This is an optimization exercise on Yosys and OpenROAD, whose aim is small area, not a production implementation. Function was checked by simulation only, so behaviour that the tests miss may differ from the original. Power figures rest on the tool's default switching activity, not on a simulated workload.

===== design/flow/constraint.sdc =====
create_clock -name core_clock -period 10.0 [get_ports {clk}]
set_input_delay 2.0000 -clock core_clock [delete_from_list [all_inputs] [get_ports {clk}]]
set_output_delay 2.0000 -clock core_clock [all_outputs]
set_load 0.01 [all_outputs]

===== design/flow/standard.sh =====
#!/bin/bash
# synth_recipe.tcl (not shown) runs the flow's synth.tcl, then flattens the netlist and writes it again
# the make line also repeats each setting of config.mk as NAME=value (left out here)
make -C /OpenROAD-flow-scripts/flow DESIGN_CONFIG=/design/flow/config.mk WORK_HOME=/design/flow/orfs CLKGATE_MAP_FILE= SYNTH_SCRIPT=/design/flow/synth_recipe.tcl "${@:-finish}"

===== design/flow/config.mk =====
export PLATFORM = sky130hd
export DESIGN_NAME = hx_gen_chain
export DESIGN_NICKNAME = hx_gen_chain
export VERILOG_FILES = /design/flow/design.v
export SDC_FILE = /design/flow/constraint.sdc
export NUM_CORES = 4
export LEC_CHECK = 0
export CAP_MARGIN = 20
export CORE_MARGIN = 2
export CORE_UTILIZATION = 75
export CTS_BUF_LIST = sky130_fd_sc_hd__clkbuf_8
export CTS_CLUSTER_DIAMETER = 60
export CTS_CLUSTER_SIZE = 18
export PLACE_DENSITY = 0.85
export SLEW_MARGIN = 20

===== design/flow/flow/run.sh =====
#!/bin/bash
# The standard layout (standard.sh), with one change: the buffers that
# buffer_ports puts on every input and output port are the platform's smallest
# buffer cell instead of the one buffer_ports picks by default.
set -euo pipefail
export BUFFER_PORTS_ARGS="-buffer_cell sky130_fd_sc_hd__buf_1"
bash standard.sh > standard_flow.log 2>&1

===== design/flow/design.v =====
module hx_gen_chain (
    input  wire               clk,
    input  wire               rst,           
    input  wire               cfg_load,      
    input  wire [1:0]         cfg_order,     
    input  wire [3:0]         cfg_rate,      
    input  wire               mod_valid,
    input  wire signed [3:0]  mod_in,
    output wire               fine_valid,
    output wire signed [73:0] fine_data,
    output wire               fine_h,
    output wire               fine_o,
    output wire               coarse_valid,
    output wire signed [10:0] coarse_data,
    output wire               coarse_o
);
    localparam W  = 74;
    localparam ND = 5;                     
    localparam DW = 15;                    
    reg [1:0] order_q;
    reg [3:0] rate_q;
    wire      cfg_ok = (cfg_order != 2'd3) && (cfg_rate <= 4'd10);
    wire      clear  = rst || (cfg_load && cfg_ok);
    always @(posedge clk) begin
        if (rst) begin
            order_q <= 2'd0;
            rate_q  <= 4'd7;
        end else if (cfg_load && cfg_ok) begin
            order_q <= cfg_order;
            rate_q  <= cfg_rate;
        end
    end
    wire [2:0]  n_ord  = {1'b0, order_q} + 3'd3;
    wire [13:0] r_mask;                                                  
    genvar mb;
    generate
        for (mb = 0; mb < 14; mb = mb + 1) begin : msk
            if (mb < 4) begin : lo
                assign r_mask[mb] = 1'b1;
            end else begin : hi
                assign r_mask[mb] = (rate_q >= mb - 3);
            end
        end
    endgenerate
    reg [13:0] phase;      
    reg [3:0]  run_len;    
    reg        run_neg;    
    reg [2:0]  age;        
    reg        pos_ok;     
    reg [2:0]  nblk;       
    reg        c_ovl;      
    wire is_pos = (mod_in == 4'sd7);
    wire is_neg = (mod_in == -4'sd8);
    wire is_ext = is_pos || is_neg;
    wire [3:0] run_next = !is_ext                                 ? 4'd0 :
                          (run_len != 4'd0 && run_neg == is_neg) ?
                              (run_len == 4'd8 ? 4'd8 : run_len + 4'd1) : 4'd1;
    wire ovl_now  = run_next[3];
    wire [13:0] pm      = phase & r_mask;        
    wire pm_hi0         = ~|pm[13:1];
    wire blk_first      = pm_hi0 & ~pm[0];
    wire pm_one         = pm_hi0 & pm[0];
    wire blk_last       = &(phase | ~r_mask);
    wire pos_ge_n       = (|pm[13:3]) || (pm[2:0] >= n_ord - 3'd1);
    wire [3:0] cpos     = phase[3:0];
    always @(posedge clk) begin
        if (clear) begin
            phase   <= 14'd0;
            run_len <= 4'd0;
            run_neg <= 1'b0;
            age     <= 3'd7;
            pos_ok  <= 1'b0;
            nblk    <= 3'd0;
            c_ovl   <= 1'b0;
        end else if (mod_valid) begin
            phase   <= phase + 14'd1;
            run_len <= run_next;
            run_neg <= is_neg;
            if (ovl_now) begin
                age    <= 3'd0;
                pos_ok <= pos_ge_n;
            end else if (blk_first && age != 3'd7) begin
                age    <= age + 3'd1;
            end
            if (blk_last && nblk != 3'd7)
                nblk <= nblk + 3'd1;
            c_ovl   <= ovl_now || (c_ovl && cpos != 4'd0);
        end
    end
    assign fine_h   = (nblk < n_ord);
    assign fine_o   = (age <= n_ord - 3'd2) || (age == n_ord - 3'd1 && pos_ok);
    assign coarse_o = c_ovl;
    reg [2:0] q;           
    reg [1:0] cq;          
    reg       zf;          
    reg [3:0] xr;          
    reg       pend;        
    reg       ip;          
    reg       pfirst;      
    reg       plast;       
    reg       yhold;       
    reg       uact;        
    reg [3:0] idone;       
    reg       rpend;       
    reg       dstep;       
    wire zero  = zf;
    wire q_n1  = (q == n_ord - 3'd1);                         
    wire q_n   = (q == ((n_ord == 3'd5) ? 3'd0 : n_ord));     
    wire st1   = pend && !yhold && (q == 3'd0);
    wire slot  = !idone[cq];                                   
    wire defer = ip && q_n1 && slot && !plast && !dstep;
    wire at_n  = q_n1 && ((ip && !defer) || dstep);           
    wire trig  = plast && at_n;
    wire dump  = pfirst && at_n;
    wire ustart = yhold && q_n && (cq == 2'd1 - n_ord[1:0]);  
    wire urest = uact;
    wire inj   = q_n1 && slot && !at_n;
    reg       xsg;         
    always @(posedge clk) begin
        if (mod_valid)
            xr <= mod_in;
        if (st1)
            xsg <= xr[3];
    end
    always @(posedge clk) begin
        if (clear)
            q  <= 3'd0;
        else
            q  <= (q == 3'd4) ? 3'd0 : q + 3'd1;
        if (rst)
            cq <= 2'd0;
        else
            cq <= cq + 2'd1;
    end
    always @(posedge clk) begin
        if (clear) begin
            zf     <= 1'b1;
            pend   <= 1'b0;
            ip     <= 1'b0;
            pfirst <= 1'b0;
            plast  <= 1'b0;
            yhold  <= 1'b0;
            uact   <= 1'b0;
            idone  <= 4'hf;
            rpend  <= 1'b0;
            dstep  <= 1'b0;
        end else begin
            if (q == 3'd4)
                zf <= 1'b0;
            pend   <= mod_valid || (pend && !st1);
            ip     <= st1 || (ip && q != 3'd4);
            if (st1) begin
                pfirst <= pm_one;
                plast  <= blk_first;
            end else if (trig) begin
                plast  <= 1'b0;
            end
            yhold  <= trig || (yhold && !ustart);
            uact   <= (ustart || uact) && (cq != 2'd3);           
            rpend  <= trig || (rpend && !q_n1);
            dstep  <= defer || (dstep && !q_n1);
            if (dump)
                idone <= 4'h0;
            else if (inj)
                idone[cq] <= 1'b1;
        end
    end
    localparam NC = 5;
    wire [1:0] iop = st1 ? 2'd3 : ((ip && !defer) || at_n) ? 2'd2 : inj ? 2'd1 : 2'd0;
    wire [1:0] cop = zero ? 2'd3 : ustart ? 2'd2 : urest ? 2'd1 : 2'd0;
    wire [NC-1:0] ctl0 = {iop, dump, cop};
    reg  [NC-1:0] ctl_d [1:ND-1];
    integer k;
    always @(posedge clk) begin
        ctl_d[1] <= ctl0;
        for (k = 2; k <= ND - 1; k = k + 1)
            ctl_d[k] <= ctl_d[k-1];
    end
    assign fine_valid = rpend && q_n1;
    reg  [W-1:0] ir0, ir1, ir2, ir3, ir4;      
    reg  [W-1:0] cr0, cr1, cr2, cr3;           
    wire [W-1:0] isum, csum;
    wire [ND-1:0] ico, cco;                    
    wire [W-1:0] xs = {{(W-DW){xsg}}, {(DW-4){xr[3]}}, xr};
    genvar j, b;
    generate
        for (j = 0; j < ND; j = j + 1) begin : dg
            localparam LO = j * DW;
            localparam HI = (j == ND - 1) ? W - 1 : j * DW + DW - 1;
            localparam WD = HI - LO + 1;
            wire [NC-1:0] ctl = (j == 0) ? ctl0 : ctl_d[j];
            wire i_x = (ctl[4:3] == 2'd3), i_r = (ctl[4:3] == 2'd2), i_c = (ctl[4:3] == 2'd1);
            wire c_f = (ctl[1:0] == 2'd2), c_r = (ctl[1:0] == 2'd1), c_z = (ctl[1:0] == 2'd3);
            wire i_z = c_z | ctl[2];
            wire [WD-1:0] ia = i_z ? {WD{1'b0}} : ir0[HI:LO];
            wire [WD-1:0] ib = i_x ? xs[HI:LO] :
                               i_r ? ir4[HI:LO] :
                               i_c ? ~cr0[HI:LO] : {WD{1'b0}};
            wire [WD:0]   ic;
            wire [WD-1:0] ca = c_z ? {WD{1'b0}} : cr0[HI:LO];
            wire [WD-1:0] cb = c_f ? ir4[HI:LO] : (c_r ? cr3[HI:LO] : {WD{1'b0}});
            wire [WD:0]   cc;
            if (j == 0) begin : c0
                assign ic[0] = i_c;
                assign cc[0] = 1'b0;
            end else begin : cj
                reg icr, ccr;
                always @(posedge clk) begin
                    icr <= ico[j-1];
                    ccr <= cco[j-1];
                end
                assign ic[0] = icr;
                assign cc[0] = ccr;
            end
            for (b = 0; b < WD; b = b + 1) begin : bt
                assign isum[LO+b]  = ia[b] ^ ib[b] ^ ic[b];
                assign ic[b+1]     = (ia[b] & ib[b]) | (ia[b] & ic[b]) | (ib[b] & ic[b]);
                assign csum[LO+b]  = ca[b] ^ cb[b] ^ cc[b];
                assign cc[b+1]     = (ca[b] & cb[b]) | (ca[b] & cc[b]) | (cb[b] & cc[b]);
            end
            assign ico[j] = ic[WD];
            assign cco[j] = cc[WD];
        end
    endgenerate
    always @(posedge clk) begin
        ir0 <= ir1;
        ir1 <= ir2;
        ir2 <= ir3;
        ir3 <= ir4;
        ir4 <= isum;
        cr0 <= cr1;
        cr1 <= cr2;
        cr2 <= cr3;
        cr3 <= csum;
    end
    assign fine_data = {ir4[73:60], ir3[59:45], ir2[44:30], ir1[29:15], ir0[14:0]};
    reg [3:0]  wc;
    reg        cvp;
    reg [10:0] cacc;
    wire [3:0] wgt = (cpos ^ {4{cpos[3]}}) + 4'd1;
    always @(posedge clk) begin
        if (clear) begin
            wc   <= 4'd0;
            cvp  <= 1'b0;
            cacc <= 11'd0;
        end else begin
            if (mod_valid) begin
                wc  <= wgt;
                cvp <= (cpos == 4'd15);
            end else begin
                if (wc != 4'd0)
                    wc <= wc - 4'd1;
                if (wc == 4'd0)
                    cvp <= 1'b0;
            end
            if (coarse_valid)
                cacc <= 11'd0;
            else if (wc != 4'd0)
                cacc <= cacc + {{7{xr[3]}}, xr};
        end
    end
    assign coarse_valid = cvp && (wc == 4'd0);
    assign coarse_data  = cacc;
endmodule

==> key figures, run 1 <==
Status
  – Status: timing/DRC/antenna clean

STA
  – Slew Limit Fails: 0
  – Final setup viols: 0
  – Setup Skew: 0.0275 ns
  – Sum Neg Setup Slack: 0 ns
  – Max Clock Freq: 0.116 GHz
  – Post-route minimum period: 8.64 ns
  – Slew @ Worst Pin: 0.998 ns
  – RSZ-0062 raised after global routing: no
  – Post-route clock period utilization: 86.4%
  – Slew HR: 33.2%
  – Hold WS: 0.315 ns
  – Fin. Hold Viols: 0

Logic synthesis
  – Xor/xnor share of the synthesized area: 1.20%
  – Synth Flop Type: dfxtp_1
  – Top post-synthesis cells by area: dfxtp_1 (61%), fa_1 (12%), a22o_1 (3.5%)
  – Simple-gate portion of the synthesized area: 8.67%
  – Asr flop ratio synth: 0%
  – Main combinational cell family by area after synthesis: adder cells
  – Post-Synth Adder-Cell Area: 13.9%
  – Synthesized cell area: 24800 um^2
  – Netlist cell types: 66
  – Mapped Cells: 1931
  – YS warnings: 2
  – Seq/Total Area, Yosys: 62.1%
  – Post-synth top area cell: dfxtp_1
  – Post-synthesis mux area share: 0.414%
  – Post-synthesis compound-gate area fraction: 9.31%
  – Most numerous cell in the Yosys netlist: dfxtp_1
  – Post-synth EDFFs: 5
  – Most common library cells after synthesis: dfxtp_1 (761), fa_1 (146), and2_1 (129)
  – Top cell type's share of synthesized area: 61.5%
  – Yosys reg bits: 766
  – Avg Inst Size Synth: 12.8 um^2
  – Net Count, Synth: 2132

Worst setup path
  – Setup crit end: ir4[14]
  – Worst r2r src: order_q[0]
  – Critical R2R Capture: ir4[14]
  – Critical path origin: order_q[0]
  – Worst R2R Path Depth: 25
  – Worst path most repeated cell: fa_1
  – Crit Path Class: flip-flop to flip-flop
  – CP Data Required Time: 10.56 ns
  – CP max FO: 16
  – CP max stage cell: dfxtp_1
  – Critical path arrival: 9.20 ns
  – Critical path launch point type: flip-flop
  – CP endpoint kind: flip-flop
  – Max incr delay on CP: 0.52 ns
  – Reg2Reg Setup Slack: 1.36 ns

Worst hold path
  – Hold Crit Class: flip-flop to flip-flop
  – Hold path depth: 0

Clock tree
  – Post-CTS Resized: 0
  – CTS Sinks: 766
  – CTS Root Buffer Type: clkbuf_8
  – CTS Buf Count: 50
  – Clk Latency, worst-skew pair: 0.62 ns
  – Clk buf depth: 3
  – Hold-fix buffers, CTS: 0
  – CTS tree: yes
  – Setup Fix Bufs, Post-CTS: 0
  – CTS clk-pin slew, worst paths: 0.10 ns
  – H-tree Lvls: 2

Floorplan
  – Initial Utilization: 76.2%
  – Chip height: 186 um
  – Row Count: 66
  – Core area: 32500 um^2
  – Die footprint: 34500 um^2
  – I/O pin cnt: 104
  – Die width: 186 um

Global routing
  – Largest net degree at the start of global routing: 44
  – Vias in the first global route: 13700
  – Initial antenna violation count: 0
  – Total GRT Usage: 26.2%
  – Gr ovfl total: 0
  – First-pass GRT wire length: 70700 um

Drt
  – Final Routed Wirelength: 43400 um
  – Via count: 13400
  – First-pass DRT Iterations: 6
  – DRC Markers: 0
  – Via/cell ratio: 5.54
  – Iter 0 DRT Violations: 892
  – Wire length per cell: 18.0 um
  – Metal3 WL: 2230 um
  – Highest routing layer actually used: met4
  – DRT antenna net count: 0
  – Wl on met1: 18900 um
  – Met2 routed WL: 21400 um

Final layout
  – Diodes inserted: 0
  – Share of cells above drive strength 1: 4.81%
  – Nets@finish: 2167
  – Synth-to-Final Area Change: 4.11%
  – Fill cells: 1921
  – Area of the multi-input gates: 8290 um^2
  – Non-filler cells, final: 2416
  – Fin util: 79.3%
  – Reg area: 15400 um^2

Placement
  – IO Port Bufs: 103
  – Placed instance count: 2356
  – HPWL Detailed: 29300 um
  – GP Congestion: 0.878

Power
  – VDD IR max: 0.000162 V
  – Static Leakage: 10.8 nW
  – Pwr/cell area: 194 nW/um^2

Run
  – Number of max-cap violations: 0
[per-stage QoR]
step | cell area (um^2) | worst slack (ns) | power [W]
finish | 25800 | 1.36 | 0.00501
global placement | 25000 | 1.64 | 0.00369
floorplan | 24800 | 2.05 | 0.00363
detailed placement | 25000 | 1.36 | 0.00372
CTS | 25800 | 1.32 | 0.00504
global route | 25800 | 0.892 | 0.00520
[how the worst min path moves through the flow]
stage             from  endpoint  slack [ns]
2_1_floorplan   cr1[0]    cr0[0]        0.31
3_3_place_gp   ir3[65]   ir2[65]        0.31
3_5_place_dp   cr1[19]   cr0[19]        0.31
4_1_cts        cr2[42]   cr1[42]        0.32
5_1_grt        cr2[11]   cr1[11]        0.33
6_report       cr2[42]   cr1[42]        0.31
[cell families (layout without fill, tap and decap cells)]
family,count (synthesis),after routing
buffers and inverters,211,254
adder cells (fa/ha/maj),187,187
multiplexers,9,9
AO/OA/AOI/OAI,331,331
flip-flops,766,766
XOR/XNOR,33,33
AND/OR/NAND/NOR,394,394
[worst max-delay path, delay by kind of cell (launching register included)]
kind / cells / cell delay, ns
AOI/OAI and AO/OA: 3 / 0.61
xor gates and xnor gates: 1 / 0.22
adders and majority gates: 16 / 6.37
buffers and inverters: 3 / 0.30
DFF: 1 / 0.52
muxes: 1 / 0.39
and+or+nand+nor: 1 / 0.18
[cells in the final DEF (no fill, tap or decap), drive strengths merged, types with 9 or more instances in the layout]
cell type,synthesis,routed
a22oi,21,21
clkbuf,51,51
xnor2,19,19
nand2b,23,23
nor2b,33,33
o21ai,99,99
a21oi,48,48
ha,41,41
fa,146,146
nor3,17,17
nor2,59,59
a22o,100,100
and2,130,130
dfxtp,761,761
nand2,66,66
nand3,32,32
o211ai,20,20
inv,71,76
buf,88,122
a211oi,9,9
xor2,14,14
[report_power, final]
group	internal (W)	leakage (nW)	switching, W
clock	0.000473	0.406	0.000881
sequential	0.00324	6.24	0.000114
combinational	0.000115	4.18	0.000180
total	0.00383	10.8	0.00118
[layer usage]
layer | vias up | global-route usage (%)
li1 | 6360 | -
met1 | 6611 | 35.4
met2 | 336 | 44.5
met3 | 74 | 4.27
met4 | 0 | 7.12
met5 | - | 0
[flip-flops by register name, indices dropped and copies added (netlist names), 4 cells and up]
register	count
cr0	74
cr1	74
cr2	74
cr3	74
ir0	74
ir1	74
ir2	74
ir3	74
ir4	74
ctl_d	20
phase	14
cacc	11
dg.cj.ccr	4
dg.cj.icr	4
idone	4
rate_q	4
run_len	4
wc	4
xr	4
[cell type report]
type | instances | share of cell area [%]
Inverter | 72 | 1.05
Multi-Input combinational cell | 954 | 32.1
Clock inverter | 9 | 0.276
Tap cell | 442 | 2.14
Timing Repair Buffer | 122 | 2.05
Clock buffer | 51 | 2.72
Sequential cell | 766 | 59.6
==> run 2, diff against run 1 <==
--- a/design/flow/config.mk
+++ b/design/flow/config.mk
@@ -7,9 +7,9 @@
 export LEC_CHECK = 0
 export CAP_MARGIN = 20
 export CORE_MARGIN = 2
-export CORE_UTILIZATION = 75
+export CORE_UTILIZATION = 80
 export CTS_BUF_LIST = sky130_fd_sc_hd__clkbuf_8
 export CTS_CLUSTER_DIAMETER = 60
 export CTS_CLUSTER_SIZE = 18
-export PLACE_DENSITY = 0.85
+export PLACE_DENSITY = 0.88
 export SLEW_MARGIN = 20
==> run 2 against run 1 <==
Net effect:
- still clean on timing, DRC and antenna
- global-route usage rose by 2.3 points
- non-clock buffer count unchanged
- cell count decreased by 2.1%
- hold slack improved by 0.011 ns
==> key figures, run 2 <==
Status
  – Status: timing/DRC/antenna clean

STA
  – Max Clock Freq: 0.114 GHz
  – Slew @ Worst Pin: 1.03 ns
  – Slew HR: 31.2%
  – Final setup viols: 0
  – Post-route clock period utilization: 87.7%
  – Worst Setup Slack, final: 1.23 ns
  – Post-route minimum period: 8.77 ns
  – Sum Neg Setup Slack: 0 ns
  – RSZ-0062 raised after global routing: no
  – Setup Skew: 0.0274 ns
  – Fin. Hold Viols: 0
  – Slew Limit Fails: 0

Clock tree
  – CTS Buf Count: 49
  – Setup Fix Bufs, Post-CTS: 0
  – H-tree Lvls: 2
  – Hold-fix buffers, CTS: 0
  – Post-CTS Resized: 0
  – CTS Sinks: 766
  – CTS tree: yes
  – CTS clk-pin slew, worst paths: 0.11 ns
  – CTS Root Buffer Type: clkbuf_8
  – Clk buf depth: 3
  – Clk Latency, worst-skew pair: 0.61 ns

Drt
  – Via/cell ratio: 5.76
  – Via count: 13600
  – DRT antenna net count: 0
  – Final Routed Wirelength: 44800 um
  – Wire length per cell: 19.0 um
  – Iter 0 DRT Violations: 942
  – DRC Markers: 0
  – First-pass DRT Iterations: 5

Logic synthesis
  – Xor/xnor share of the synthesized area: 1.20%
  – YS warnings: 2
  – Asr flop ratio synth: 0%
  – Post-synthesis mux area share: 0.414%
  – Simple-gate portion of the synthesized area: 8.67%
  – Most numerous cell in the Yosys netlist: dfxtp_1
  – Seq/Total Area, Yosys: 62.1%
  – Post-synth top area cell: dfxtp_1
  – Main combinational cell family by area after synthesis: adder cells
  – Synthesized cell area: 24800 um^2
  – Most common library cells after synthesis: dfxtp_1 (761), fa_1 (146), and2_1 (129)
  – Post-synthesis compound-gate area fraction: 9.31%
  – Post-synth EDFFs: 5
  – Net Count, Synth: 2132
  – Post-Synth Adder-Cell Area: 13.9%
  – Yosys reg bits: 766
  – Avg Inst Size Synth: 12.8 um^2
  – Mapped Cells: 1931
  – Netlist cell types: 66
  – Top cell type's share of synthesized area: 61.5%
  – Synth Flop Type: dfxtp_1
  – Top post-synthesis cells by area: dfxtp_1 (61%), fa_1 (12%), a22o_1 (3.5%)

Global routing
  – First-pass GRT wire length: 74700 um
  – Initial antenna violation count: 0
  – Gr ovfl total: 0
  – Total GRT Usage: 28.6%
  – Vias in the first global route: 14500
  – Largest net degree at the start of global routing: 44

Power
  – Pwr/cell area: 195 nW/um^2
  – VDD IR max: 0.000164 V
  – Static Leakage: 10.8 nW

Placement
  – Dpl ws: 1.26 ns
  – HPWL Detailed: 30500 um
  – Placed cell areas: 25000 um^2
  – Placed instance count: 2310
  – GP Congestion: 0.890
  – IO Port Bufs: 103

Floorplan
  – Die width: 180 um
  – Row Count: 64
  – Core area: 30500 um^2
  – Initial Utilization: 81.2%
  – I/O pin cnt: 104
  – Die footprint: 32400 um^2
  – Chip height: 180 um

Worst setup path
  – Critical path arrival: 9.25 ns
  – CP max stage cell: nor3b_2
  – Crit Path Class: flip-flop to flip-flop
  – CP endpoint kind: flip-flop
  – CP Data Required Time: 10.49 ns
  – Critical path launch point type: flip-flop
  – Worst path most repeated cell: fa_1
  – Max incr delay on CP: 0.88 ns
  – CP max FO: 15

Final layout
  – Share of cells above drive strength 1: 4.57%
  – Design Area, Final: 25700 um^2
  – Non-filler cells, final: 2365
  – Most frequent cells in the layout: dfxtp_1 (761), fa_1 (146), and2_1 (129), buf_1 (103)
  – Synth-to-Final Area Change: 3.78%
  – Fin util: 84.3%
  – Commonest non-fill, non-tap cell in the layout: dfxtp_1
  – Diodes inserted: 0
  – Fill cells: 1550
  – Nets@finish: 2166

Worst hold path
  – Hold Crit Class: flip-flop to flip-flop

Run
  – Number of max-cap violations: 0
run 2: cell counts after synthesis:
Identical to the previous run, type by type.
run 2: critical path, delay by kind of cell (launching register included):
kind / cells / cell delay (ns)
and+or+nand+nor: 3 / 1.28
buffers and inverters: 3 / 0.29
AOI/OAI and AO/OA: 3 / 0.46
DFF: 1 / 0.53
adders and majority gates: 16 / 6.06
run 2: worst paths after layout:
kind	startpoint	endpoint	slack [ns]	depth (start not counted)
max	order_q[0]	cr3[14]	1.23	25
min	ir2[17]	ir1[17]	0.33	0
max reg2reg	order_q[0]	cr3[14]	1.23	25
min reg2reg	ir2[17]	ir1[17]	0.33	0
run 2: cell families after synthesis:
logic type | after synthesis
XOR/XNOR | 33
flip-flops | 766
adder cells (fa/ha/maj) | 187
AO/OA/AOI/OAI | 331
buffers and inverters | 211
AND/OR/NAND/NOR | 394
multiplexers | 9
run 2: power breakdown:
| part | internal, W | total (W) | switching (W) |
|---|---|---|---|
| combinational | 0.000116 | 0.000300 | 0.000184 |
| clock | 0.000478 | 0.00135 | 0.000869 |
| sequential | 0.00324 | 0.00336 | 0.000118 |
run 2: cell type report:
cell class	instances	area [um^2]	share of cell area, %
clock buffer	49	674	2.62
timing repair buffer	122	529	2.06
tap	396	495	1.93
clock inverter	6	73.8	0.287
sequential	766	15400	59.8
inverter	72	270	1.05
multi-input combinational	954	8290	32.2
run 2: per-stage QoR:
stage | power (W) | hold WS [ns]
3_5_place_dp | 0.00372 | 0.312
2_1_floorplan | 0.00363 | 0.310
5_1_grt | 0.00519 | 0.334
4_1_cts | 0.00504 | 0.329
3_3_place_gp | 0.00369 | 0.310
6_report | 0.00501 | 0.325
run 2: metal layers:
metal / global-route usage [%] / up-vias / wire length [um]
met5: 0 / - / 0
met1: 38.5 / 6756 / 19000
met4: 8.87 / 0 / 1160
met2: 48.7 / 416 / 22400
met3: 4.22 / 109 / 2260
li1: - / 6347 / -
==> run 3, diff against run 2 <==
--- a/design/flow/config.mk
+++ b/design/flow/config.mk
@@ -7,9 +7,9 @@
 export LEC_CHECK = 0
 export CAP_MARGIN = 20
 export CORE_MARGIN = 2
-export CORE_UTILIZATION = 80
+export CORE_UTILIZATION = 76
 export CTS_BUF_LIST = sky130_fd_sc_hd__clkbuf_8
 export CTS_CLUSTER_DIAMETER = 60
 export CTS_CLUSTER_SIZE = 18
-export PLACE_DENSITY = 0.88
+export PLACE_DENSITY = 0.9
 export SLEW_MARGIN = 20
==> run 3 against run 2 <==
Net effect:
- maximum frequency down 1.6%
- global-route usage down 0.58 points
- register-to-register slack worse by 0.14 ns
- critical path depth unchanged
- critical endpoint unchanged
- cell count up 2.0%
- utilization down 4.5 points
- sequential power about the same
- flip-flop and latch count unchanged
- sequential share of layout area down 0.13 points
- largest power group unchanged
- routed wire length up 2.6%
==> key figures, run 3 <==
Worst hold path
  – End of the worst hold path: ir1[4]
  – Hold path depth: 0
  – Hold Crit Class: flip-flop to flip-flop
  – HP Start: ir2[4]

Power
  – VDD IR max: 0.000168 V
  – Pwr/cell area: 194 nW/um^2
  – Static Leakage: 10.8 nW
  – Total Power: 0.00501 W

STA
  – Worst Setup Slack, final: 1.09 ns
  – Post-route minimum period: 8.91 ns
  – Final setup viols: 0
  – Hold WS: 0.325 ns
  – RSZ-0062 raised after global routing: no
  – Sum Neg Setup Slack: 0 ns
  – Fin. Hold Viols: 0
  – Setup Skew: 0.0224 ns
  – Slew HR: 32.7%
  – Post-route clock period utilization: 89.1%
  – Max Clock Freq: 0.112 GHz
  – Slew Limit Fails: 0
  – Slew @ Worst Pin: 1.01 ns

Clock tree
  – CTS tree: yes
  – Clk buf depth: 3
  – CTS Buf Count: 49
  – Hold-fix buffers, CTS: 0
  – CTS Root Buffer Type: clkbuf_8
  – Setup Fix Bufs, Post-CTS: 0
  – Post-CTS Resized: 0
  – CTS clk-pin slew, worst paths: 0.11 ns
  – CTS Sinks: 766
  – Clk Latency, worst-skew pair: 0.61 ns
  – H-tree Lvls: 2

Logic synthesis
  – Most common library cells after synthesis: dfxtp_1 (761), fa_1 (146), and2_1 (129)
  – Most numerous cell in the Yosys netlist: dfxtp_1
  – Asr flop ratio synth: 0%
  – Synth Flop Type: dfxtp_1
  – YS warnings: 2
  – Netlist cell types: 66
  – Top post-synthesis cells by area: dfxtp_1 (61%), fa_1 (12%), a22o_1 (3.5%)
  – Post-synth top area cell: dfxtp_1
  – Yosys reg bits: 766
  – Top cell type's share of synthesized area: 61.5%
  – Seq/Total Area, Yosys: 62.1%
  – Synthesized cell area: 24800 um^2
  – Post-synth EDFFs: 5
  – Net Count, Synth: 2132
  – Mapped Cells: 1931
  – Avg Inst Size Synth: 12.8 um^2

Worst setup path
  – Critical path launch point type: flip-flop
  – Critical R2R Capture: cr3[14]
  – Worst r2r src: order_q[0]
  – CP endpoint kind: flip-flop
  – CP Data Required Time: 10.49 ns
  – Worst R2R Path Depth: 25
  – Crit Path Class: flip-flop to flip-flop
  – Critical path arrival: 9.40 ns
  – Reg2Reg Setup Slack: 1.09 ns
  – CP max FO: 15

Floorplan
  – Chip height: 185 um
  – Die footprint: 34100 um^2
  – Die width: 185 um
  – Row Count: 66
  – I/O pin cnt: 104
  – Initial Utilization: 76.8%
  – Core area: 32300 um^2

Global routing
  – First-pass GRT wire length: 74500 um
  – Total GRT Usage: 28.0%
  – Vias in the first global route: 14600
  – Gr ovfl total: 0
  – Initial antenna violation count: 0
  – Largest net degree at the start of global routing: 38

Final layout
  – Share of cells above drive strength 1: 4.62%
  – Fill cells: 1797
  – Reg area: 15400 um^2
  – Nets@finish: 2166
  – Area of the multi-input gates: 8290 um^2
  – Fin util: 79.8%
  – Most frequent cells in the layout: dfxtp_1 (761), fa_1 (146), and2_1 (129), buf_1 (103)
  – Diodes inserted: 0
  – Synth-to-Final Area Change: 4.00%
  – Commonest non-fill, non-tap cell in the layout: dfxtp_1

Drt
  – DRT antenna net count: 0
  – First-pass DRT Iterations: 8
  – Final Routed Wirelength: 46000 um
  – Wire length per cell: 19.1 um
  – Via count: 13700
  – DRC Markers: 0
  – Via/cell ratio: 5.67
  – Iter 0 DRT Violations: 963

Run
  – Number of max-cap violations: 0

Placement
  – Dpl ws: 1.21 ns
  – IO Port Bufs: 103
  – HPWL Detailed: 31500 um
  – GP Congestion: 0.913

Status
  – Status: timing/DRC/antenna clean
## run 3: cell counts after synthesis
Identical to the previous run, type by type.
## run 3: final cells by class
type                            instances  share of cell area [%]
Tap cell                              442                    2.15
Inverter                               72                    1.05
Clock buffer                           51                    2.72
Clock inverter                          6                   0.180
Timing Repair Buffer                  122                    2.05
Multi-Input combinational cell        954                    32.2
Sequential cell                       766                    59.7
## run 3: worst max path at each step
stage                     startpoint      end  slack, ns  cells after the start
after floorplan           order_q[0]  ir4[14]       2.05                     25
after global placement    order_q[0]  ir4[14]       1.68                     25
after detailed placement  order_q[0]  cr3[14]       1.21                     25
after CTS                 order_q[0]  cr3[14]       1.18                     25
after global routing      order_q[0]  cr3[14]       0.72                     25
final                     order_q[0]  cr3[14]       1.09                     25
## run 3: critical path: stages (launching register included)
cell and delay (ns):
dfxtp_1 0.53, inv_1 0.13, ha_1 0.44, nor3b_1 0.24, a21oi_1 0.07, a21oi_1 0.14
nand3_1 0.23, nor2_1 0.83, a22o_1 0.26, ha_1 0.16, inv_1 0.05, fa_1 0.40
fa_1 0.40, fa_1 0.41, fa_1 0.40, fa_1 0.40, fa_1 0.40, fa_1 0.40
fa_1 0.41, fa_1 0.39, fa_1 0.40, fa_1 0.40, fa_1 0.41, fa_1 0.39
inv_1 0.09, fa_1 0.41
## run 3: report_power, final
part / switching [W] / leakage (nW) / internal (W) / total [W]
clock network: 0.000878 / 0.397 / 0.000469 / 0.00135
logic: 0.000184 / 4.18 / 0.000117 / 0.000301
registers: 0.000120 / 6.24 / 0.00324 / 0.00336
total: 0.00118 / 10.8 / 0.00383 / 0.00501
## run 3: cells by family after synthesis
group / after synthesis / share of synthesized area, %
AO/OA/AOI/OAI: 331 / 9.31
flip-flops: 766 / 62.1
adder cells (fa/ha/maj): 187 / 13.9
XOR/XNOR: 33 / 1.20
buffers and inverters: 211 / 4.47
AND/OR/NAND/NOR: 394 / 8.67
multiplexers: 9 / 0.414
## run 3: per-stage QoR
| step | cells | cell area (um^2) |
|---|---|---|
| 6_report | 2413 | 25800 |
| 5_1_grt | 2413 | 25800 |
| 4_1_cts | 2413 | 25800 |
| 3_5_place_dp | 2356 | 25000 |
| 3_3_place_gp | 2356 | 25000 |
| 2_1_floorplan | 1931 | 24800 |
## run 3: per-layer routing
metal  track usage [%]  wire length, um
met5                 0                0
met4              10.8             1670
met3              4.78             2400
met1              35.2            18900
met2              48.7            23000
==> run 4, diff against run 3 <==
--- a/design/flow/config.mk
+++ b/design/flow/config.mk
@@ -7,9 +7,9 @@
 export LEC_CHECK = 0
 export CAP_MARGIN = 20
 export CORE_MARGIN = 2
-export CORE_UTILIZATION = 76
+export CORE_UTILIZATION = 78
 export CTS_BUF_LIST = sky130_fd_sc_hd__clkbuf_8
 export CTS_CLUSTER_DIAMETER = 60
 export CTS_CLUSTER_SIZE = 18
-export PLACE_DENSITY = 0.9
+export PLACE_DENSITY = 0.8
 export SLEW_MARGIN = 20
==> run 4 against run 3 <==
Net effect:
- global-route usage down 1.0 points
- total power fell by 0.64%
- sequential power about the same
- first-iteration DRC count shrank 4.0%
- flip-flop and latch count did not move
- critical path type unchanged
- worst setup slack improved by 0.072 ns
==> key figures, run 4 <==
Logic synthesis
  – Post-synth EDFFs: 5
  – Most common library cells after synthesis: dfxtp_1 (761), fa_1 (146), and2_1 (129)
  – Net Count, Synth: 2132
  – Synthesized cell area: 24800 um^2
  – Seq/Total Area, Yosys: 62.1%
  – Top cell type's share of synthesized area: 61.5%
  – Post-synth top area cell: dfxtp_1
  – Synth Flop Type: dfxtp_1
  – Netlist cell types: 66
  – Avg Inst Size Synth: 12.8 um^2
  – Most numerous cell in the Yosys netlist: dfxtp_1
  – Top post-synthesis cells by area: dfxtp_1 (61%), fa_1 (12%), a22o_1 (3.5%)
  – YS warnings: 2
  – Mapped Cells: 1931
  – Yosys reg bits: 766
  – Asr flop ratio synth: 0%

Clock tree
  – Clk Latency, worst-skew pair: 0.60 ns
  – Setup Fix Bufs, Post-CTS: 0
  – CTS tree: yes
  – CTS Sinks: 766
  – Post-CTS Resized: 0
  – CTS clk-pin slew, worst paths: 0.10 ns
  – CTS Root Buffer Type: clkbuf_8
  – Clk buf depth: 3
  – H-tree Lvls: 2
  – Hold-fix buffers, CTS: 0
  – CTS Buf Count: 49

Worst setup path
  – Reg2Reg Setup Slack: 1.16 ns
  – Worst r2r src: order_q[0]
  – Critical path arrival: 9.38 ns
  – Critical R2R Capture: ir4[14]
  – Worst R2R Path Depth: 25
  – CP endpoint kind: flip-flop
  – Critical path origin: order_q[0]
  – CP max FO: 16
  – CP Data Required Time: 10.54 ns
  – Critical path launch point type: flip-flop
  – Crit Path Class: flip-flop to flip-flop

Status
  – Status: timing/DRC/antenna clean

Floorplan
  – Die width: 182 um
  – Core area: 31400 um^2
  – Chip height: 182 um
  – Row Count: 65
  – Die footprint: 33200 um^2
  – Initial Utilization: 79.0%
  – I/O pin cnt: 104

Placement
  – Dpl ws: 1.35 ns
  – Placed instance count: 2316
  – Placed cell areas: 25000 um^2
  – IO Port Bufs: 103
  – GP Congestion: 0.851
  – HPWL Detailed: 29700 um

Worst hold path
  – Hold Crit Class: flip-flop to flip-flop
  – Hold path depth: 0
  – End of the worst hold path: cr0[28]
  – HP Start: cr1[28]

STA
  – Worst Setup Slack, final: 1.16 ns
  – Fin. Hold Viols: 0
  – Slew HR: 33.2%
  – Setup Skew: 0.0243 ns
  – Slew Limit Fails: 0
  – Slew @ Worst Pin: 1.00 ns
  – Post-route minimum period: 8.84 ns
  – Max Clock Freq: 0.113 GHz
  – Final setup viols: 0
  – RSZ-0062 raised after global routing: no
  – Post-route clock period utilization: 88.4%
  – Sum Neg Setup Slack: 0 ns

Final layout
  – Synth-to-Final Area Change: 3.79%
  – Nets@finish: 2166
  – Design Area, Final: 25700 um^2
  – Diodes inserted: 0
  – Non-filler cells, final: 2374
  – Share of cells above drive strength 1: 4.61%
  – Commonest non-fill, non-tap cell in the layout: dfxtp_1
  – Most frequent cells in the layout: dfxtp_1 (761), fa_1 (146), and2_1 (129), buf_1 (103)

Drt
  – Final Routed Wirelength: 43400 um
  – Met2 routed WL: 21300 um
  – Wl on met1: 19200 um
  – Highest routing layer actually used: met4
  – DRC Markers: 0
  – Via count: 13500
  – Metal3 WL: 1880 um
  – DRT antenna net count: 0
  – Via/cell ratio: 5.67
  – First-pass DRT Iterations: 5
  – Wire length per cell: 18.3 um
  – Iter 0 DRT Violations: 924

Power
  – VDD IR max: 0.000171 V
  – Static Leakage: 10.8 nW
  – Pwr/cell area: 193 nW/um^2

Global routing
  – Total GRT Usage: 27.0%
  – Vias in the first global route: 13900
  – Largest net degree at the start of global routing: 31
  – Gr ovfl total: 0
  – First-pass GRT wire length: 71300 um
  – Initial antenna violation count: 0

Run
  – Number of max-cap violations: 0
[run 4: cell counts after synthesis]
Identical to the previous run, type by type.
[run 4: report_power, final]
part,internal (W),switching [W]
combinational,0.000115,0.000182
clock,0.000461,0.000860
sequential,0.00324,0.000116
[run 4: per-layer routing]
layer  vias up  GRT usage (%)
li1       6356              -
met4         0           8.00
met5         -              0
met1      6684           36.4
met2       330           46.2
met3        91           3.75
[run 4: worst max-delay path, cell delays in order, from the launching register on]
cell       delay (ns)
dfxtp_1          0.53
inv_1            0.14
ha_1             0.41
xor2_1           0.24
mux2i_1          0.46
nand3_1          0.21
a22o_4           0.33
a2bb2oi_1        0.17
o21ai_0          0.12
fa_1             0.39
fa_1             0.40
fa_1             0.41
fa_1             0.43
fa_1             0.41
fa_1             0.40
fa_1             0.40
fa_1             0.39
fa_1             0.39
fa_1             0.40
fa_1             0.40
fa_1             0.40
fa_1             0.42
fa_1             0.38
inv_1            0.08
fa_1             0.42
inv_1            0.07
[run 4: area by class of cell]
| class | count | area [um^2] |
|---|---|---|
| fillers | 1782 | 5670 |
| inverters | 72 | 270 |
| clock buffers | 50 | 688 |
| well taps | 402 | 503 |
| flip-flops and latches | 766 | 15400 |
| clock inverters | 8 | 57.6 |
| multi-input cells | 954 | 8290 |
| repair buffers | 122 | 529 |
[run 4: logic make-up after synthesis]
group           count (synthesis)  synth area share [%]
xor+xnor                       33                  1.20
flops                         766                  62.1
simple gates                  394                  8.67
buf+inv                       211                  4.47
mux                             9                 0.414
fa+ha+maj                     187                  13.9
compound gates                331                  9.31
[run 4: metrics by stage]
stage | hold slack [ns] | total power, W | utilization [%]
after floorplan | 0.310 | 0.00363 | -
final | 0.322 | 0.00498 | 81.9
after detailed placement | 0.312 | 0.00372 | 79.6
after global routing | 0.322 | 0.00518 | 81.9
after global placement | 0.309 | 0.00370 | 79.6
after CTS | 0.318 | 0.00501 | 81.9
[run 4: worst max-delay path by stage]
stage	to	slack, ns	cells past startpoint
after global placement	ir4[14]	1.66	25
after global routing	ir4[14]	0.83	25
after CTS	ir4[14]	1.27	25
after detailed placement	ir4[14]	1.35	25
after floorplan	ir4[14]	2.05	25
final	ir4[14]	1.16	25
==> run 5, diff against run 4 <==
--- a/design/flow/config.mk
+++ b/design/flow/config.mk
@@ -11,5 +11,5 @@
 export CTS_BUF_LIST = sky130_fd_sc_hd__clkbuf_8
 export CTS_CLUSTER_DIAMETER = 60
 export CTS_CLUSTER_SIZE = 18
-export PLACE_DENSITY = 0.8
+export PLACE_DENSITY = 0.86
 export SLEW_MARGIN = 20
==> run 5 against run 4 <==
Net effect:
- utilization about the same
- clock-buffer cell count is the same
- critical path depth is the same
- clock skew fell by 0.00056 ns
- synthesized cell count unchanged
- cell count down 0.13%
- die area stayed put
- register-to-register slack improved by 0.15 ns
- total power grew 0.24%
- critical endpoint is now cr3[14]
==> key figures, run 5 <==
Worst setup path
  – Reg2Reg Setup Slack: 1.31 ns
  – Crit path max-delay family: adder cells
  – Crit Path Class: flip-flop to flip-flop
  – CP max stage cell: nor2_1
  – Worst path most repeated cell: fa_1
  – CP max FO: 15
  – CP endpoint kind: flip-flop
  – Critical path buffer and inverter count: 3
  – Critical R2R Capture: cr3[14]
  – Worst r2r src: order_q[0]
  – CP Data Required Time: 10.49 ns
  – Critical path launch point type: flip-flop
  – Critical path arrival: 9.18 ns
  – Max incr delay on CP: 0.85 ns
  – Worst R2R Path Depth: 25

STA
  – Setup Skew: 0.0238 ns
  – Hold WS: 0.325 ns
  – Post-route clock period utilization: 86.9%
  – Final setup viols: 0
  – Slew HR: 30.5%
  – Max Clock Freq: 0.115 GHz
  – Fin. Hold Viols: 0
  – Sum Neg Setup Slack: 0 ns
  – Slew @ Worst Pin: 1.04 ns
  – Slew Limit Fails: 0
  – Post-route minimum period: 8.69 ns
  – RSZ-0062 raised after global routing: no

Worst hold path
  – HP Start: cr2[0]
  – End of the worst hold path: cr1[0]
  – Hold Crit Class: flip-flop to flip-flop
  – Hold path depth: 0

Final layout
  – Synth-to-Final Area Change: 3.74%
  – Share of cells above drive strength 1: 4.52%
  – Diodes inserted: 0
  – Commonest non-fill, non-tap cell in the layout: dfxtp_1
  – Nets@finish: 2165
  – Most frequent cells in the layout: dfxtp_1 (761), fa_1 (146), and2_1 (129), buf_1 (103)
  – Design Area, Final: 25700 um^2
  – Non-filler cells, final: 2371

Floorplan
  – Initial Utilization: 79.0%
  – Chip height: 182 um
  – Die footprint: 33200 um^2
  – I/O pin cnt: 104
  – Core area: 31400 um^2
  – Die width: 182 um
  – Row Count: 65

Placement
  – HPWL Detailed: 29900 um
  – Placed cell areas: 25000 um^2
  – IO Port Bufs: 103
  – GP Congestion: 0.889
  – Placed instance count: 2315

Logic synthesis
  – Yosys reg bits: 766
  – Netlist cell types: 66
  – Post-Synth Adder-Cell Area: 13.9%
  – Most common library cells after synthesis: dfxtp_1 (761), fa_1 (146), and2_1 (129)
  – Avg Inst Size Synth: 12.8 um^2
  – Post-synthesis compound-gate area fraction: 9.31%
  – Most numerous cell in the Yosys netlist: dfxtp_1
  – Post-synth EDFFs: 5
  – Main combinational cell family by area after synthesis: adder cells
  – Top post-synthesis cells by area: dfxtp_1 (61%), fa_1 (12%), a22o_1 (3.5%)
  – Asr flop ratio synth: 0%
  – Net Count, Synth: 2132
  – Xor/xnor share of the synthesized area: 1.20%
  – Top cell type's share of synthesized area: 61.5%
  – Post-synthesis mux area share: 0.414%
  – Mapped Cells: 1931
  – Synth Flop Type: dfxtp_1
  – Simple-gate portion of the synthesized area: 8.67%
  – Post-synth top area cell: dfxtp_1
  – Synthesized cell area: 24800 um^2
  – YS warnings: 2
  – Seq/Total Area, Yosys: 62.1%

Global routing
  – First-pass GRT wire length: 72800 um
  – Total GRT Usage: 27.7%
  – Gr ovfl total: 0
  – Initial antenna violation count: 0
  – Vias in the first global route: 14000
  – Largest net degree at the start of global routing: 39

Clock tree
  – Clk buf depth: 3
  – Post-CTS Resized: 0
  – CTS clk-pin slew, worst paths: 0.11 ns
  – CTS Root Buffer Type: clkbuf_8
  – Setup Fix Bufs, Post-CTS: 0
  – CTS Buf Count: 49
  – CTS tree: yes
  – CTS Sinks: 766
  – Clk Latency, worst-skew pair: 0.61 ns
  – Hold-fix buffers, CTS: 0
  – H-tree Lvls: 2

Run
  – Number of max-cap violations: 0

Power
  – Total Power: 0.00499 W
  – Static Leakage: 10.8 nW
  – Pwr/cell area: 194 nW/um^2
  – VDD IR max: 0.000159 V

Drt
  – Via count: 13500
  – First-pass DRT Iterations: 5
  – Final Routed Wirelength: 44300 um
  – Via/cell ratio: 5.67
  – DRT antenna net count: 0
  – DRC Markers: 0
  – Wire length per cell: 18.7 um
  – Iter 0 DRT Violations: 840

Status
  – Status: timing/DRC/antenna clean
run 5: cell counts after synthesis:
No cell type changed its count.
run 5: area by class of cell:
class / count / area (um^2)
tap: 402 / 503
timing repair buffer: 121 / 522
clock inverter: 6 / 52.6
sequential: 766 / 15400
clock buffer: 50 / 688
inverter: 72 / 270
multi-input combinational: 954 / 8290
fill: 1734 / 5680
run 5: cell families (layout without fill, tap and decap cells):
group / Yosys count / in the layout
flops: 766 / 766
compound gates: 331 / 331
fa+ha+maj: 187 / 187
mux: 9 / 9
buf+inv: 211 / 249
xor+xnor: 33 / 33
simple gates: 394 / 394
run 5: worst max-delay path by stage:
stage                   end  cells after the start  startpoint
global placement    ir4[14]                     25  order_q[0]
global route        cr3[14]                     25  order_q[0]
CTS                 cr3[14]                     25  order_q[0]
floorplan           ir4[14]                     25  order_q[0]
detailed placement  cr3[14]                     25  order_q[0]
finish              cr3[14]                     25  order_q[0]
run 5: routing by layer:
layer / wire length (um) / up-vias / GRT usage, %
met3: 1930 / 85 / 3.79
met5: 0 / - / 0
met1: 18900 / 6677 / 36.8
met4: 1010 / 0 / 7.52
met2: 22500 / 341 / 48.3
li1: - / 6351 / -
run 5: power breakdown:
part           internal [W]  switching [W]
Sequential          0.00324       0.000118
Clock              0.000461       0.000873
Combinational      0.000116       0.000179
Total               0.00382        0.00117
run 5: through the flow:
stage	worst slack, ns	util, %
2_1_floorplan	2.05	-
3_3_place_gp	1.65	79.5
3_5_place_dp	1.40	79.5
4_1_cts	1.35	81.9
5_1_grt	0.850	81.9
6_report	1.31	81.9
==> run 6, diff against run 5 <==
--- a/design/flow/config.mk
+++ b/design/flow/config.mk
@@ -11,5 +11,7 @@
 export CTS_BUF_LIST = sky130_fd_sc_hd__clkbuf_8
 export CTS_CLUSTER_DIAMETER = 60
 export CTS_CLUSTER_SIZE = 18
+export GPL_ROUTABILITY_DRIVEN = 0
+export GPL_TIMING_DRIVEN = 0
 export PLACE_DENSITY = 0.86
 export SLEW_MARGIN = 20
==> run 6 against run 5 <==
Net effect:
- still clean on timing, DRC and antenna
- via count rose by 3.6%
- critical path depth unchanged
- utilization increased by 2.2 points
- cell count increased by 5.1%
- non-clock buffer count increased by 120
- global-route usage increased by 0.27 points
- flip-flop and latch count unchanged
- clock power about the same
- total power is 1.2% higher
- sequential power barely moved
- die area stayed put
- critical path type unchanged
- largest cell class unchanged
==> key figures, run 6 <==
Run
  – Number of max-cap violations: 0

Placement
  – HPWL Detailed: 31400 um
  – Dpl ws: 1.30 ns
  – IO Port Bufs: 102

Final layout
  – Diodes inserted: 0
  – Nets@finish: 2285
  – Commonest non-fill, non-tap cell in the layout: dfxtp_1
  – Most frequent cells in the layout: dfxtp_1 (761), fa_1 (146), and2_1 (129), buf_1 (105)
  – Share of cells above drive strength 1: 7.47%
  – Synth-to-Final Area Change: 6.58%
  – Fill cells: 1619

Clock tree
  – Clk Latency, worst-skew pair: 0.61 ns
  – Clk buf depth: 3
  – Hold-fix buffers, CTS: 0
  – CTS tree: yes
  – H-tree Lvls: 2
  – Post-CTS Resized: 0
  – CTS clk-pin slew, worst paths: 0.11 ns
  – CTS Root Buffer Type: clkbuf_8
  – CTS Buf Count: 49
  – CTS Sinks: 766
  – Setup Fix Bufs, Post-CTS: 0

Global routing
  – Total GRT Usage: 27.9%
  – Vias in the first global route: 14700
  – Gr ovfl total: 0
  – Largest net degree at the start of global routing: 20
  – Initial antenna violation count: 0
  – First-pass GRT wire length: 73800 um

Worst setup path
  – CP max stage cell: dfxtp_1
  – Crit path max-delay family: adder cells
  – Worst R2R Path Depth: 25
  – CP Data Required Time: 10.55 ns
  – Critical path buffer and inverter count: 3
  – Max incr delay on CP: 0.62 ns
  – Critical path launch point type: flip-flop
  – Critical R2R Capture: ir4[14]
  – Crit Path Class: flip-flop to flip-flop
  – Critical Path Stages: 25
  – CP max FO: 10
  – Critical path arrival: 9.49 ns
  – CP endpoint kind: flip-flop
  – Worst r2r src: order_q[0]
  – Reg2Reg Setup Slack: 1.06 ns
  – Worst path most repeated cell: fa_1

Logic synthesis
  – Top cell type's share of synthesized area: 61.5%
  – Netlist cell types: 66
  – YS warnings: 2
  – Seq/Total Area, Yosys: 62.1%
  – Most numerous cell in the Yosys netlist: dfxtp_1
  – Top post-synthesis cells by area: dfxtp_1 (61%), fa_1 (12%), a22o_1 (3.5%)
  – Post-synth EDFFs: 5
  – Synthesized cell area: 24800 um^2
  – Net Count, Synth: 2132
  – Asr flop ratio synth: 0%
  – Yosys reg bits: 766
  – Post-synth top area cell: dfxtp_1
  – Synth Flop Type: dfxtp_1
  – Most common library cells after synthesis: dfxtp_1 (761), fa_1 (146), and2_1 (129)
  – Avg Inst Size Synth: 12.8 um^2
  – Mapped Cells: 1931

STA
  – RSZ-0062 raised after global routing: no
  – Slew HR: 57.2%
  – Slew @ Worst Pin: 0.643 ns
  – Slew Limit Fails: 0
  – Worst Setup Slack, final: 1.06 ns
  – Setup Skew: 0.0255 ns
  – Post-route clock period utilization: 89.4%
  – Final setup viols: 0
  – Max Clock Freq: 0.112 GHz
  – Sum Neg Setup Slack: 0 ns
  – Post-route minimum period: 8.94 ns
  – Fin. Hold Viols: 0

Drt
  – Wire length per cell: 17.9 um
  – DRC Markers: 0
  – Via/cell ratio: 5.60
  – Via count: 13900
  – First-pass DRT Iterations: 5
  – Final Routed Wirelength: 44700 um
  – DRT antenna net count: 0
  – Iter 0 DRT Violations: 856

Floorplan
  – Die width: 182 um
  – Row Count: 65
  – I/O pin cnt: 104
  – Chip height: 182 um
  – Die footprint: 33200 um^2
  – Core area: 31400 um^2
  – Initial Utilization: 79.0%

Status
  – Status: timing/DRC/antenna clean

Power
  – Static Leakage: 11.2 nW
  – Pwr/cell area: 191 nW/um^2
  – VDD IR max: 0.000169 V

Worst hold path
  – End of the worst hold path: ir2[43]
  – Hold path depth: 0
  – Hold Crit Class: flip-flop to flip-flop
  – HP Start: ir3[43]
==> run 6: cell count changes in the layout (fill, tap and decap cells not counted) <==
| cell | delta |
|---|---|
| clkinv_4 | -1 |
| inv_12 | +1 |
| buf_2 | +7 |
| clkbuf_1 | +51 |
| buf_4 | +56 |
| buf_6 | +4 |
| clkinv_8 | -1 |
| buf_1 | +2 |
| clkbuf_8 | +1 |
==> run 6: report_power, final <==
part           switching [W]  internal (W)  total (W)
Clock               0.000868      0.000469    0.00134
Sequential          0.000102       0.00324    0.00334
Combinational       0.000211      0.000157   0.000368
Total                0.00118       0.00387    0.00505
==> run 6: worst max path at each step <==
| stage | startpoint | end | slack [ns] |
|---|---|---|---|
| after floorplan | order_q[0] | ir4[14] | 2.05 |
| after global placement | order_q[0] | ir4[14] | 1.35 |
| after CTS | order_q[0] | ir4[14] | 1.14 |
| after detailed placement | order_q[0] | ir4[14] | 1.30 |
| after global routing | order_q[0] | ir4[14] | 0.78 |
| final | order_q[0] | ir4[14] | 1.06 |
==> run 6: cell families (layout without fill, tap and decap cells) <==
kind of cell               Yosys count  count (layout)  share of synthesized area [%]
DFF                                766             766                           62.1
and+or+nand+nor                    394             394                           8.67
AOI/OAI and AO/OA                  331             331                           9.31
buffers and inverters              211             369                           4.47
adders and majority gates          187             187                           13.9
xor gates and xnor gates            33              33                           1.20
muxes                                9               9                          0.414
==> run 6: routing by layer <==
metal	vias up	track usage (%)	routed length, um
met5	-	0	0
met4	0	8.97	1230
met3	93	4.35	2250
met2	380	48.8	22600
met1	6881	36.2	18700
li1	6587	-	-
==> run 6: through the flow <==
stage                     area [um^2]  utilization (%)  cells  hold WS, ns  power [W]
final                           26400             84.1   2491        0.324    0.00505
after global routing            26400             84.1   2491        0.326    0.00524
after CTS                       26400             84.1   2491        0.328    0.00508
after detailed placement        25700             81.8   2435        0.312    0.00377
after global placement          25700             81.8   2435        0.310    0.00374
after floorplan                 24800                -   1931        0.310    0.00363
==> run 6: layout make-up <==
class / count / area [um^2] / share of cell area (%)
tap: 402 / 503 / 1.90
buffer: 139 / 838 / 3.17
clock inverter: 5 / 43.8 / 0.166
timing repair buffer: 102 / 383 / 1.45
multi-input combinational: 954 / 8290 / 31.4
sequential: 766 / 15400 / 58.2
clock buffer: 51 / 702 / 2.66
inverter: 72 / 270 / 1.02
==> run 7, diff against run 6 <==
--- a/design/flow/design.v
+++ b/design/flow/design.v
@@ -106,7 +106,7 @@
     wire zero  = zf;
     wire q_n1  = (q == n_ord - 3'd1);                         
     wire q_n   = (q == ((n_ord == 3'd5) ? 3'd0 : n_ord));     
-    wire st1   = pend && !yhold && (q == 3'd0);
+    wire st1   = pend && !yhold && !uact && (q == 3'd0);
     wire slot  = !idone[cq];                                   
     wire defer = ip && q_n1 && slot && !plast && !dstep;
     wire at_n  = q_n1 && ((ip && !defer) || dstep);           
@@ -165,10 +165,10 @@
                 idone[cq] <= 1'b1;
         end
     end
-    localparam NC = 5;
-    wire [1:0] iop = st1 ? 2'd3 : ((ip && !defer) || at_n) ? 2'd2 : inj ? 2'd1 : 2'd0;
-    wire [1:0] cop = zero ? 2'd3 : ustart ? 2'd2 : urest ? 2'd1 : 2'd0;
-    wire [NC-1:0] ctl0 = {iop, dump, cop};
+    localparam NC = 4;
+    wire [2:0] op0 = zero ? 3'd6 : ustart ? 3'd4 : urest ? 3'd5 : st1 ? 3'd3 :
+                     ((ip && !defer) || at_n) ? 3'd2 : inj ? 3'd1 : 3'd0;
+    wire [NC-1:0] ctl0 = {op0, dump};
     reg  [NC-1:0] ctl_d [1:ND-1];
     integer k;
     always @(posedge clk) begin
@@ -179,8 +179,9 @@
     assign fine_valid = rpend && q_n1;
     reg  [W-1:0] ir0, ir1, ir2, ir3, ir4;      
     reg  [W-1:0] cr0, cr1, cr2, cr3;           
-    wire [W-1:0] isum, csum;
-    wire [ND-1:0] ico, cco;                    
+    wire [W-1:0] isum;
+    wire [W-1:0] iw, cw;                       
+    wire [ND-1:0] ico;                         
     wire [W-1:0] xs = {{(W-DW){xsg}}, {(DW-4){xr[3]}}, xr};
     genvar j, b;
     generate
@@ -189,37 +190,32 @@
             localparam HI = (j == ND - 1) ? W - 1 : j * DW + DW - 1;
             localparam WD = HI - LO + 1;
             wire [NC-1:0] ctl = (j == 0) ? ctl0 : ctl_d[j];
-            wire i_x = (ctl[4:3] == 2'd3), i_r = (ctl[4:3] == 2'd2), i_c = (ctl[4:3] == 2'd1);
-            wire c_f = (ctl[1:0] == 2'd2), c_r = (ctl[1:0] == 2'd1), c_z = (ctl[1:0] == 2'd3);
-            wire i_z = c_z | ctl[2];
-            wire [WD-1:0] ia = i_z ? {WD{1'b0}} : ir0[HI:LO];
-            wire [WD-1:0] ib = i_x ? xs[HI:LO] :
-                               i_r ? ir4[HI:LO] :
-                               i_c ? ~cr0[HI:LO] : {WD{1'b0}};
+            wire [2:0] op = ctl[3:1];
+            wire o_c = (op == 3'd1), o_r = (op == 3'd2), o_x = (op == 3'd3);
+            wire o_f = (op == 3'd4), o_u = (op == 3'd5), o_z = (op == 3'd6);
+            wire upd = o_f | o_u;
+            wire i_z = o_z | ctl[0];
+            wire [WD-1:0] ia = upd ? cr0[HI:LO] : (i_z ? {WD{1'b0}} : ir0[HI:LO]);
+            wire [WD-1:0] ib = o_x ? xs[HI:LO] :
+                               (o_r | o_f) ? ir4[HI:LO] :
+                               o_c ? ~cr0[HI:LO] :
+                               o_u ? cr3[HI:LO] : {WD{1'b0}};
             wire [WD:0]   ic;
-            wire [WD-1:0] ca = c_z ? {WD{1'b0}} : cr0[HI:LO];
-            wire [WD-1:0] cb = c_f ? ir4[HI:LO] : (c_r ? cr3[HI:LO] : {WD{1'b0}});
-            wire [WD:0]   cc;
             if (j == 0) begin : c0
-                assign ic[0] = i_c;
-                assign cc[0] = 1'b0;
+                assign ic[0] = o_c;
             end else begin : cj
-                reg icr, ccr;
-                always @(posedge clk) begin
+                reg icr;
+                always @(posedge clk)
                     icr <= ico[j-1];
-                    ccr <= cco[j-1];
-                end
                 assign ic[0] = icr;
-                assign cc[0] = ccr;
             end
             for (b = 0; b < WD; b = b + 1) begin : bt
                 assign isum[LO+b]  = ia[b] ^ ib[b] ^ ic[b];
                 assign ic[b+1]     = (ia[b] & ib[b]) | (ia[b] & ic[b]) | (ib[b] & ic[b]);
-                assign csum[LO+b]  = ca[b] ^ cb[b] ^ cc[b];
-                assign cc[b+1]     = (ca[b] & cb[b]) | (ca[b] & cc[b]) | (cb[b] & cc[b]);
             end
             assign ico[j] = ic[WD];
-            assign cco[j] = cc[WD];
+            assign iw[HI:LO] = upd ? ir0[HI:LO] : isum[HI:LO];
+            assign cw[HI:LO] = upd ? isum[HI:LO] : (o_z ? {WD{1'b0}} : cr0[HI:LO]);
         end
     endgenerate
     always @(posedge clk) begin
@@ -227,11 +223,11 @@
         ir1 <= ir2;
         ir2 <= ir3;
         ir3 <= ir4;
-        ir4 <= isum;
+        ir4 <= iw;
         cr0 <= cr1;
         cr1 <= cr2;
         cr2 <= cr3;
-        cr3 <= csum;
+        cr3 <= cw;
     end
     assign fine_data = {ir4[73:60], ir3[59:45], ir2[44:30], ir1[29:15], ir0[14:0]};
     reg [3:0]  wc;
--- a/design/flow/config.mk
+++ b/design/flow/config.mk
@@ -7,11 +7,9 @@
 export LEC_CHECK = 0
 export CAP_MARGIN = 20
 export CORE_MARGIN = 2
-export CORE_UTILIZATION = 78
+export CORE_UTILIZATION = 75
 export CTS_BUF_LIST = sky130_fd_sc_hd__clkbuf_8
 export CTS_CLUSTER_DIAMETER = 60
 export CTS_CLUSTER_SIZE = 18
-export GPL_ROUTABILITY_DRIVEN = 0
-export GPL_TIMING_DRIVEN = 0
-export PLACE_DENSITY = 0.86
+export PLACE_DENSITY = 0.85
 export SLEW_MARGIN = 20
==> run 7 against run 6 <==
Net effect:
- still clean
- first-iteration DRC count is 64% higher
- register-to-register slack got worse by 0.22 ns
- non-clock buffer count decreased by 106
- hold slack worse by 0.0095 ns
- synthesized area up 0.11%
- clock power hardly changed
- routed wire length grew 3.4%
- sequential share of layout area up 0.93 points
- critical endpoint is now cr3[14]
- largest cell class unchanged
==> key figures, run 7 <==
Status
  – Status: timing/DRC/antenna clean

Floorplan
  – Initial Utilization: 76.3%
  – Chip height: 186 um
  – Row Count: 66
  – Die footprint: 34600 um^2
  – I/O pin cnt: 104
  – Core area: 32500 um^2
  – Die width: 186 um

Logic synthesis
  – Most numerous cell in the Yosys netlist: dfxtp_1
  – Top cell type's share of synthesized area: 60.8%
  – YS warnings: 2
  – Xor/xnor share of the synthesized area: 1.30%
  – Yosys reg bits: 758
  – Post-synthesis compound-gate area fraction: 14.2%
  – Simple-gate portion of the synthesized area: 9.04%
  – Main combinational cell family by area after synthesis: compound AO/OA/AOI/OAI gates
  – Avg Inst Size Synth: 11.2 um^2
  – Post-synthesis mux area share: 0.343%
  – Post-synth top area cell: dfxtp_1
  – Synth Flop Type: dfxtp_1
  – Asr flop ratio synth: 0%
  – Net Count, Synth: 2350
  – Post-synth EDFFs: 5
  – Mapped Cells: 2222
  – Post-Synth Adder-Cell Area: 8.03%
  – Synthesized cell area: 24800 um^2
  – Top post-synthesis cells by area: dfxtp_1 (61%), fa_1 (6.0%), o21ai_0 (2.8%)
  – Seq/Total Area, Yosys: 61.4%
  – Netlist cell types: 64
  – Most common library cells after synthesis: dfxtp_1 (753), nor2_1 (160), nand2_1 (151)

STA
  – Slew @ Worst Pin: 0.969 ns
  – Post-route minimum period: 9.15 ns
  – Max Clock Freq: 0.109 GHz
  – Final setup viols: 0
  – RSZ-0062 raised after global routing: no
  – Sum Neg Setup Slack: 0 ns
  – Slew Limit Fails: 0
  – Slew HR: 34.9%
  – Fin. Hold Viols: 0
  – Post-route clock period utilization: 91.5%
  – Setup Skew: 0.0269 ns

Clock tree
  – CTS Buf Count: 49
  – CTS tree: yes
  – H-tree Lvls: 2
  – Hold-fix buffers, CTS: 0
  – Clk buf depth: 3
  – Setup Fix Bufs, Post-CTS: 0
  – Post-CTS Resized: 0
  – CTS Root Buffer Type: clkbuf_8
  – Clk Latency, worst-skew pair: 0.63 ns
  – CTS Sinks: 758
  – CTS clk-pin slew, worst paths: 0.10 ns

Global routing
  – Largest net degree at the start of global routing: 48
  – Gr ovfl total: 0
  – First-pass GRT wire length: 75300 um
  – Total GRT Usage: 27.1%
  – Initial antenna violation count: 0
  – Vias in the first global route: 15100

Worst setup path
  – Critical path arrival: 9.62 ns
  – CP max FO: 14
  – CP endpoint kind: flip-flop
  – Worst path most repeated cell: fa_1
  – Critical path launch point type: flip-flop
  – Max incr delay on CP: 0.53 ns
  – CP Data Required Time: 10.46 ns
  – Crit Path Class: flip-flop to flip-flop
  – CP max stage cell: dfxtp_1

Final layout
  – Nets@finish: 2339
  – Most frequent cells in the layout: dfxtp_1 (753), nor2_1 (160), nand2_1 (151), o21ai_0 (139), a21oi_1 (120)
  – Synth-to-Final Area Change: 3.70%
  – Share of cells above drive strength 1: 4.78%
  – Commonest non-fill, non-tap cell in the layout: dfxtp_1
  – Diodes inserted: 0

Power
  – Sequential share of power: 66.9%
  – Static Leakage: 9.50 nW
  – Total Power: 0.00459 W
  – Comb pwr share: 3.5%
  – Clk pwr share: 29.6%
  – Sw Share: 21.5%
  – Switching pwr: 0.000986 W
  – Pwr/cell area: 178 nW/um^2
  – Int Pwr: 0.00360 W
  – VDD IR max: 0.000181 V

Placement
  – GP Congestion: 0.876
  – IO Port Bufs: 103
  – HPWL Detailed: 30500 um

Drt
  – DRT antenna net count: 0
  – Via/cell ratio: 5.76
  – Via count: 15300
  – Wire length per cell: 17.4 um
  – DRC Markers: 0
  – Final Routed Wirelength: 46200 um
  – Iter 0 DRT Violations: 1407
  – First-pass DRT Iterations: 5

Run
  – Number of max-cap violations: 0

Worst hold path
  – Hold Crit Class: flip-flop to flip-flop
run 7: power by group through the flow:
stage / Sequential [W] / Clock, W / Combinational [W]
after floorplan: 0.00313 / 0 / 0.000124
after global placement: 0.00314 / 0 / 0.000151
after detailed placement: 0.00314 / 0 / 0.000158
after CTS: 0.00307 / 0.00139 / 0.000160
after global routing: 0.00307 / 0.00150 / 0.000178
final: 0.00307 / 0.00136 / 0.000161
run 7: cell families after synthesis:
group,after synthesis
adder cells (fa/ha/maj),115
flip-flops,758
buffers and inverters,296
XOR/XNOR,36
multiplexers,7
AO/OA/AOI/OAI,527
AND/OR/NAND/NOR,483
run 7: per-stage QoR:
| step | cells | util [%] | worst slack, ns | instance area (um^2) | hold slack [ns] |
|---|---|---|---|---|---|
| floorplan | 2222 | - | 1.41 | 24800 | 0.310 |
| global placement | 2602 | 76.7 | 1.09 | 24900 | 0.310 |
| detailed placement | 2602 | 76.7 | 0.930 | 24900 | 0.312 |
| CTS | 2661 | 79.1 | 0.904 | 25700 | 0.325 |
| global route | 2661 | 79.1 | 0.456 | 25700 | 0.317 |
| finish | 2661 | 79.1 | 0.847 | 25700 | 0.315 |
run 7: metal layers:
| layer | share of wire (%) | vias to the layer above | global-route usage (%) |
|---|---|---|---|
| met1 | 46 | 7344 | 38.9 |
| met4 | 2.2 | 0 | 8.06 |
| li1 | - | 7400 | - |
| met3 | 6.1 | 82 | 4.79 |
| met2 | 46 | 499 | 42.5 |
| met5 | 0 | - | 0 |
run 7: area by class of cell:
cell class,count,area (um^2)
Sequential cell,758,15200
Fill cell,2070,6810
Clock inverter,8,80.1
Tap cell,442,553
Inverter,99,372
Timing Repair Buffer,135,627
Clock buffer,51,702
Multi-Input combinational cell,1168,8170
run 7: critical path, delay by kind of cell (launching register included):
family          cells  cell delay (ns)
fa+ha+maj          16             6.10
buf+inv             5             0.55
compound gates      5             0.66
flops               1             0.53
mux                 1             0.39
simple gates        2             0.48
xor+xnor            1             0.29
run 7: worst paths after layout:
path	startpoint	cells past startpoint	slack [ns]	end
worst max-delay path	order_q[0]	30	0.85	cr3[14]
worst min-delay path	cr1[7]	0	0.31	cr0[7]
worst max register to register	order_q[0]	30	0.85	cr3[14]
worst min register to register	cr1[7]	0	0.31	cr0[7]

-- re-timing with driven ports --
The flow's constraints put no driver on any port. The routed layouts listed below were extracted and timed again, unchanged, in two steps.
Step 1 (the two cells are an assumption about what drives the block):
set clk [get_ports {clk}]
set_driving_cell -lib_cell sky130_fd_sc_hd__clkbuf_16 $clk
set_driving_cell -lib_cell sky130_fd_sc_hd__buf_2 [delete_from_list [all_inputs] $clk]
Step 2 adds t to the input delays and takes it off the output delays; t is the mean of the earliest and latest rising clock arrival at the registers after step 1. Input paths then give back, and output paths get back, about the clock's delay inside the block.
a / b / c = ideal / step 1 / step 2; a / b = the first two.
run	t (ns)	setup slack, ns	hold slack, ns	clock arrival spread, ns	pins driven straight from the clock port
run 1	0.666	1.360 / 1.360 / 1.360	0.315 / 0.315 / 0.315	0.040 / 0.040	1
run 2	0.642	1.235 / 1.235 / 1.235	0.325 / 0.325 / 0.325	0.027 / 0.028	1
run 3	0.647	1.091 / 1.091 / 1.091	0.325 / 0.325 / 0.325	0.027 / 0.026	1
run 4	0.631	1.163 / 1.163 / 1.163	0.322 / 0.322 / 0.322	0.033 / 0.033	1
run 5	0.649	1.311 / 1.311 / 1.311	0.325 / 0.325 / 0.325	0.024 / 0.024	1
run 6	0.653	1.064 / 1.064 / 1.064	0.324 / 0.324 / 0.324	0.027 / 0.027	1
run 7	0.660	0.847 / 0.847 / 0.847	0.315 / 0.315 / 0.315	0.032 / 0.032	1
After both steps setup and hold are still met in every run listed.
